This is an optimization exercise on Yosys and OpenROAD, whose aim is small area and a short achievable clock period, not a production implementation. Function was checked by simulation only, so behaviour that the tests miss may differ from the original.

Setup of run A:
// kbfly
module kbfly (
    input  wire        clk,
    input  wire        rst,         
    input  wire        mq_we,
    input  wire [22:0] mq_wdata,
    input  wire        trig,
    input  wire [1:0]  form,        
    input  wire        centre,
    input  wire        zen,
    input  wire [31:0] w,           
    input  wire [31:0] a,           
    input  wire [31:0] b,           
    output wire        err,         
    output reg         res_valid,   
    output reg         z_we,        
    output wire [31:0] ra,
    output wire [31:0] rb
);
Size: ~340 flip-flops, ~84,000 um2 of cells after synthesis.
Settings: LEC_CHECK=0, ABC_AREA=1, CAP_MARGIN=20, CORE_MARGIN=2, CORE_UTILIZATION=40, CTS_BUF_LIST=sky130_fd_sc_hd__clkbuf_4 sky130_fd_sc_hd__clkbuf_8, SLEW_MARGIN=20; clock period 170.0 ns.
standard.sh (not shown) runs the stock make flow with config.mk's settings and CLKGATE_MAP_FILE= SYNTH_SCRIPT=/design/flow/synth_recipe.tcl, a recipe that flattens the netlist after the stock synthesis.
==> flow/flow/run.sh <==
#!/bin/bash
# Own layout flow: the standard flow (standard.sh, with its standard synthesis)
# with one change: buffer_ports uses sky130_fd_sc_hd__buf_2 instead of its default
# delay buffer. Every input and output port still gets its own buffer.
# Each tool's output goes to the ORFS logs under orfs/logs; make's output to flow.log.
set -euo pipefail
W=$(pwd)
bash "$W/standard.sh" "BUFFER_PORTS_ARGS=-buffer_cell sky130_fd_sc_hd__buf_2" finish > "$W/flow.log" 2>&1
Run A finished end to end and its layout was clean on timing, DRC and antenna.
For run B, these inputs were changed with respect to run A:
-- flow/config.mk --
<<< run A, line 12
export CTS_BUF_LIST = sky130_fd_sc_hd__clkbuf_4 sky130_fd_sc_hd__clkbuf_8
>>> run B, line 12
- Higher fraction of area in multi-input gates was reported by run B, not run A.
- Run B ended up with a higher number of cells on the worst reg-to-reg path than run A did.
- Re global-route track usage on met3: run B is 0.29 points down on run A.
The following lists how run C was set up differently from run B:
-- flow/config.mk --
<<< run B, line 11
export CORE_UTILIZATION = 40
>>> run C, line 11
export CORE_UTILIZATION = 55
### Flow results
Of run B and run C, run C shows the higher number of clock buffers in the layout, with run B below it. Sort run B and run C by detailed placement HPWL, descending, and run B comes first. Summary of run C over run B: wire length ~0 delta; maximum frequency was more or less identical; placed instance count shows a reduction of 5.8%.
What run D does differently from run C at the input level:
-- flow/config.mk --
<<< run C, line 11
export CORE_UTILIZATION = 55
>>> run D, line 11
export CORE_UTILIZATION = 40
export CTS_BUF_LIST = sky130_fd_sc_hd__clkbuf_2 sky130_fd_sc_hd__clkbuf_4
export CTS_CLUSTER_SIZE = 30
### Flow results
Max worst setup slack before clock tree synthesis across run D and run C: run D
NOTE via count run C->run D increased slightly
What run C reported for tap cell instance count has to be multiplied by 1.4 to get the figure for run D.
There was hardly any difference in number of cells on the worst hold path between run C and run D.
Fmax delta (run D -> run C): insignificant

========
kbfly, a different RTL version from the one above (not shown whole).
Size: about 340 flip-flops, about 190 I/O pins, ~0.083 mm² of cells after synthesis.
export LEC_CHECK = 0
export ABC_AREA = 1
export CAP_MARGIN = 20
export CORE_MARGIN = 2
export CORE_UTILIZATION = 40
export SLEW_MARGIN = 20
create_clock -name core_clock -period 170.0 [get_ports {clk}]
==> flow/flow/run.sh <==
#!/bin/bash
# Own layout flow: the standard flow (standard.sh) with two changes.
#  1. Synthesis: the standard flow's synthesis script, but Yosys's generic "abc -fast" pass in
#     the fine synth step is skipped (synth -noabc), so extract_fa sees the adder
#     logic as written and maps it to full adders without polarity inverters. The
#     later liberty-mapping ABC pass, dfflibmap, flatten and renaming are unchanged,
#     so the registers are the same as in the standard synthesis.
#  2. Port buffers: buffer_ports uses sky130_fd_sc_hd__buf_2 instead of its default
#     delay buffer. Every input and output port still gets its own buffer.
# Each tool's output goes to the ORFS logs under orfs/logs; make's output to flow.log.
set -euo pipefail
W=$(pwd)
sed 's/synth -top $::env(DESIGN_NAME) -run fine: {\*}$synth_full_args/synth -top $::env(DESIGN_NAME) -run fine: -noabc {*}$synth_full_args/' \
    "$FLOW_HOME/scripts/synth.tcl" > "$W/synth_noabc.tcl"
grep -q -- '-run fine: -noabc' "$W/synth_noabc.tcl"
sed "s|source \$::env(SCRIPTS_DIR)/synth.tcl|source $W/synth_noabc.tcl|" "$W/synth_recipe.tcl" > "$W/own_synth.tcl"
grep -q synth_noabc "$W/own_synth.tcl"
bash "$W/standard.sh" "SYNTH_SCRIPT=$W/own_synth.tcl" \
    "BUFFER_PORTS_ARGS=-buffer_cell sky130_fd_sc_hd__buf_2" finish > "$W/flow.log" 2>&1
Edit:
==> flow/flow/run.sh (replaced) <==
#!/bin/bash
# Own layout flow: the standard flow (standard.sh, with its standard synthesis)
# with one change: buffer_ports uses sky130_fd_sc_hd__buf_2 instead of its default
# delay buffer. Every input and output port still gets its own buffer.
# Each tool's output goes to the ORFS logs under orfs/logs; make's output to flow.log.
set -euo pipefail
W=$(pwd)
bash "$W/standard.sh" "BUFFER_PORTS_ARGS=-buffer_cell sky130_fd_sc_hd__buf_2" finish > "$W/flow.log" 2>&1
- design area grows by 2.6%
- global-route usage came out lower by 0.86 points
- wire length barely changes
- via count goes up by 3.0%
- sequential share of layout area shrinks by 0.21 points
- register-to-register slack is worse by 1.5 ns
- area after synthesis goes up by 2.6%
- count of clock-buffer cells in the layout came out lower by 1
- first-iteration DRC count came out lower by 4.5%
- die area grows by 2.6%

========
R:
kbfly again, from the RTL that the note above started with.
==> flow/design.v (excerpt) <==
module kbfly (
    input  wire        clk,
    input  wire        rst,         
    input  wire        mq_we,
    input  wire [22:0] mq_wdata,
    input  wire        trig,
    input  wire [1:0]  form,        
    input  wire        centre,
    input  wire        zen,
    input  wire [31:0] w,           
    input  wire [31:0] a,           
    input  wire [31:0] b,           
    output wire        err,         
    output reg         res_valid,   
    output reg         z_we,        
    output wire [31:0] ra,
    output wire [31:0] rb
);
    reg        qok;
    reg [21:0] dlo;
    reg [4:0]  sh;
    reg [22:0] nq;
    reg [4:0]  ns;
    always @* begin
        nq = mq_wdata;
        ns = 5'd0;
        if (nq[22:7] == 16'd0) begin nq = nq << 16; ns[4] = 1'b1; end
        if (nq[22:15] == 8'd0) begin nq = nq << 8;  ns[3] = 1'b1; end
        if (nq[22:19] == 4'd0) begin nq = nq << 4;  ns[2] = 1'b1; end
        if (nq[22:21] == 2'd0) begin nq = nq << 2;  ns[1] = 1'b1; end
        if (nq[22] == 1'b0)    begin nq = nq << 1;  ns[0] = 1'b1; end
    end
    always @(posedge clk) begin
        if (rst)
            qok <= 1'b0;
        else if (mq_we)
            qok <= mq_wdata[0] & (mq_wdata[22:1] != 22'd0);
        if (mq_we) begin
            dlo <= nq[21:0];
            sh  <= ns;
        end
    end
    wire [22:0] d = {1'b1, dlo};
    wire [27:0] thr;
    kbfly_srt4_thr u_thr (.d(d), .m(thr));
    assign err = trig & (form[1] | ~qok);
    wire   go  = trig & ~err;
    reg [2:0] v_p;
    reg [2:0] z_p;
    reg [2:0] gs_p;
    reg [2:0] c_p;
    always @(posedge clk) begin
        if (rst) begin
            v_p <= 3'd0;
            z_p <= 3'd0;
        end else begin
            v_p <= {v_p[1:0], go};
            z_p <= {z_p[1:0], go & zen};
        end
        gs_p <= {gs_p[1:0], form[0]};
        c_p  <= {c_p[1:0], centre};
    end
    wire        gs = form[0];
    wire [24:0] ax = {a[23], a[23:0]};
    wire [24:0] bx = {b[23], b[23:0]};
    wire [24:0] x0, m0;
  ...
export LEC_CHECK = 0
export ABC_AREA = 1
export CAP_MARGIN = 20
export CORE_MARGIN = 2
export CORE_UTILIZATION = 40
export SLEW_MARGIN = 20
create_clock -name core_clock -period 170.0 [get_ports {clk}]
run.sh (not shown) runs the stock make flow with config.mk's settings and CLKGATE_MAP_FILE= SYNTH_SCRIPT=/design/flow/synth_recipe.tcl, a recipe that flattens the netlist after the stock synthesis.
Stock flow here: none of the scripts above is used.
### R -> Q
Settings: a deleted ABC_AREA that had been 1.
==> notes.md <==
- R -> Q: number of nets produced by synthesis decreased by a few percent
- Largest incremental delay on the critical path came out higher on Q than on R.
- On Q: die extent in y is 10 um higher than what R gave.
- Q vs R, global routing met3 resource utilization went up by 1.8 points.
- Routed wire length went up by a few percent going from R to Q.
- Changes observed in Q relative to R: headroom to the max-slew limit decreased 4.5 points, critical path data arrival time increased 0.09 ns.

==> re-timing with driven ports <==
In the flow no input, the clock included, has a driving cell. The finished layouts below were timed again as built, in two steps. Step 1 assumes that a clkbuf_16 drives the clock port and a buf_2 every other input. Step 2 moves the port delays by t, midway between the first and last clock arrival at a register: inputs arrive t later, outputs are due t later. That takes back most of the time a late clock gives input paths. a / b / c = ideal ports / drivers / drivers and shift; a / b = the first two.
run | t, ns | setup slack, ns | latest minus earliest clock arrival (ns) | slew at the worst register clock pin (ns)
run A | 0.832 | 101.649 / 101.630 / 101.630 | 0.082 / 0.083 | 0.09 / 0.09
run B | 0.698 | 101.649 / 101.629 / 101.629 | 0.047 / 0.047 | 0.08 / 0.08
run C | 0.733 | 101.639 / 101.616 / 101.616 | 0.049 / 0.050 | 0.08 / 0.08
run D | 1.107 | 101.649 / 101.630 / 101.630 | 0.173 / 0.173 | 0.08 / 0.08
the first run of note 2 | 0.725 | 101.601 / 101.579 / 101.579 | 0.032 / 0.032 | 0.06 / 0.06
the second run of note 2 | 0.742 | 101.642 / 101.617 / 101.617 | 0.050 / 0.051 | 0.07 / 0.07
R | 0.719 | 100.832 / 100.803 / 100.803 | 0.064 / 0.064 | 0.08 / 0.08
Q | 0.748 | 100.736 / 100.711 / 100.711 | 0.067 / 0.067 | 0.07 / 0.07
After both steps setup and hold are still met in every run listed. The setup slack of R, which loses most, moves by -0.029 ns with the drivers and by -0.029 ns with both steps.
